From an optimization exercise on the open Yosys and OpenROAD flow, aimed at small area and a short achievable clock period; shortcuts taken in it are not production practice. In this exercise RTL edits were held to simulation tests only and were not proved equivalent to the original. No activity file was given, so power comes from the tool's default toggle rates.

Design block_quantiser, start of the top module:
module block_quantiser (
    input  wire         clk,
    input  wire         rst,            
    input  wire         in_valid,
    input  wire [511:0] in_data,        
    input  wire [1:0]   in_fmt,         
    input  wire [2:0]   in_esc_shift,   
    input  wire [31:0]  in_outlier,     
    input  wire         in_blight,
    output reg          out_valid,
    output reg  [15:0]  out_scale,      
    output reg  [255:0] out_codes,      
    output reg  [1:0]   out_esc_count,
    output reg  [4:0]   out_esc0_pos,
    output reg  [15:0]  out_esc0_val,
    output reg  [4:0]   out_esc1_pos,
    output reg  [15:0]  out_esc1_val
);
    integer i, b;
    function [31:0] kbit(input [479:0] keys, input integer bb);
        integer k;
        begin
            for (k = 0; k < 32; k = k + 1) kbit[k] = keys[15*k + bb];
        end
    endfunction
    function [47:0] elim(input [31:0] al_in, input [479:0] keys,
                         input integer hb, input integer lb);
        reg [31:0] al, x1, x0;
        reg [15:0] v;
        reg d1, d0;
        integer bb;
        begin
            al = al_in;
            v  = 16'd0;
            for (bb = hb; bb > lb; bb = bb - 2) begin
                x1 = kbit(keys, bb);
                x0 = kbit(keys, bb - 1);
                d1 = |(al & x1);
                d0 = d1 ? |(al & x1 & x0) : |(al & x0);
                al = al & (x1 | {32{~d1}}) & (x0 | {32{~d0}});
                v  = {v[13:0], d1, d0};
            end
            if (((hb - lb) % 2) == 0) begin
                x1 = kbit(keys, lb);
                d1 = |(al & x1);
                al = al & (x1 | {32{~d1}});
                v  = {v[14:0], d1};
            end
            elim = {v, al};
        end
    endfunction
    function ge15(input [14:0] a, input [14:0] b);
        integer k;
        reg r;
        begin
            r = 1'b1;
            for (k = 0; k < 15; k = k + 1)
                r = (a[k] & ~b[k]) | (~(~a[k] & b[k]) & r);
  ...
For scale: ~24,000 cells after synthesis, ~2,900 flip-flops.
Settings: LEC_CHECK=0, ABC_AREA=1, CAP_MARGIN=40, CORE_MARGIN=2, CORE_UTILIZATION=46, CTS_CLUSTER_DIAMETER=120, CTS_CLUSTER_SIZE=22, PLACE_DENSITY=0.66, SLEW_MARGIN=40; clock period 75.0 ns.
standard.sh (not shown) runs the stock make flow with config.mk's settings and CLKGATE_MAP_FILE= SYNTH_SCRIPT=/design/flow/synth_recipe.tcl, a recipe that flattens the netlist after the stock synthesis.
==> flow/flow/run.sh <==
#!/bin/bash
# Layout flow: the standard ORFS flow (standard.sh, which reads the
# settings of config.mk) with two changes:
#  - a setup slack margin for ORFS's timing repair (repair_timing in
#    floorplan, CTS and global route): the repair then works on every path
#    longer than 75 - 59.8 = 15.2 ns, so it shortens the stages of this
#    design rather than stopping at the 75 ns clock period. The clock period
#    and the constraints stay the design's; gate cloning is skipped;
#  - the port buffers that the standard flow puts on every input and output
#    port are of the smallest buffer cell.
# All of make's output, including every tool's log, goes to flow_make.log
# here; ORFS keeps each step's own log under orfs/logs.
set -uo pipefail
bash standard.sh SETUP_SLACK_MARGIN=59.8 SKIP_GATE_CLONING=1 \
    "BUFFER_PORTS_ARGS=-buffer_cell sky130_fd_sc_hd__buf_1" finish > flow_make.log 2>&1
Next try:
--- a/flow/flow/run.sh
+++ b/flow/flow/run.sh
@@ -4,5 +4,5 @@
 #  - a setup slack margin for ORFS's timing repair (repair_timing in
 #    floorplan, CTS and global route): the repair then works on every path
-#    longer than 75 - 59.8 = 15.2 ns, so it shortens the stages of this
+#    longer than 75 - 58.5 = 16.5 ns, so it shortens the stages of this
 #    design rather than stopping at the 75 ns clock period. The clock period
 #    and the constraints stay the design's; gate cloning is skipped;
@@ -12,4 +12,4 @@
 # here; ORFS keeps each step's own log under orfs/logs.
 set -uo pipefail
-bash standard.sh SETUP_SLACK_MARGIN=59.8 SKIP_GATE_CLONING=1 \
+bash standard.sh SETUP_SLACK_MARGIN=58.5 SKIP_GATE_CLONING=1 \
     "BUFFER_PORTS_ARGS=-buffer_cell sky130_fd_sc_hd__buf_1" finish > flow_make.log 2>&1
Effect:
- combinational power falls by about 2%
- utilization falls by 1.3 points
- via count falls by about 0.9%
- final area falls by about 2.4%

afterwards: timing with drivers on the ports:
In the flow no input, the clock included, has a driving cell. The finished layouts below were timed again as built, in two steps.
Step 1: set_driving_cell puts a clkbuf_16 on clk and a buf_2 on each other input, an assumption about the parent block.
Step 2 adds t to the input delays and takes it off the output delays; t is the mean of the earliest and latest rising clock arrival at the registers after step 1. Input paths then give back, and output paths get back, about the clock's delay inside the block.
a / b / c = ideal / step 1 / step 2; a / b = the first two.
run	t (ns)	setup WS [ns]	worst setup path at the end
the first run	1.147	58.448 / 58.313 / 58.720	input to register
the second run	1.125	58.092 / 58.092 / 58.092	register to register
After both steps setup and hold are still met in every run listed.
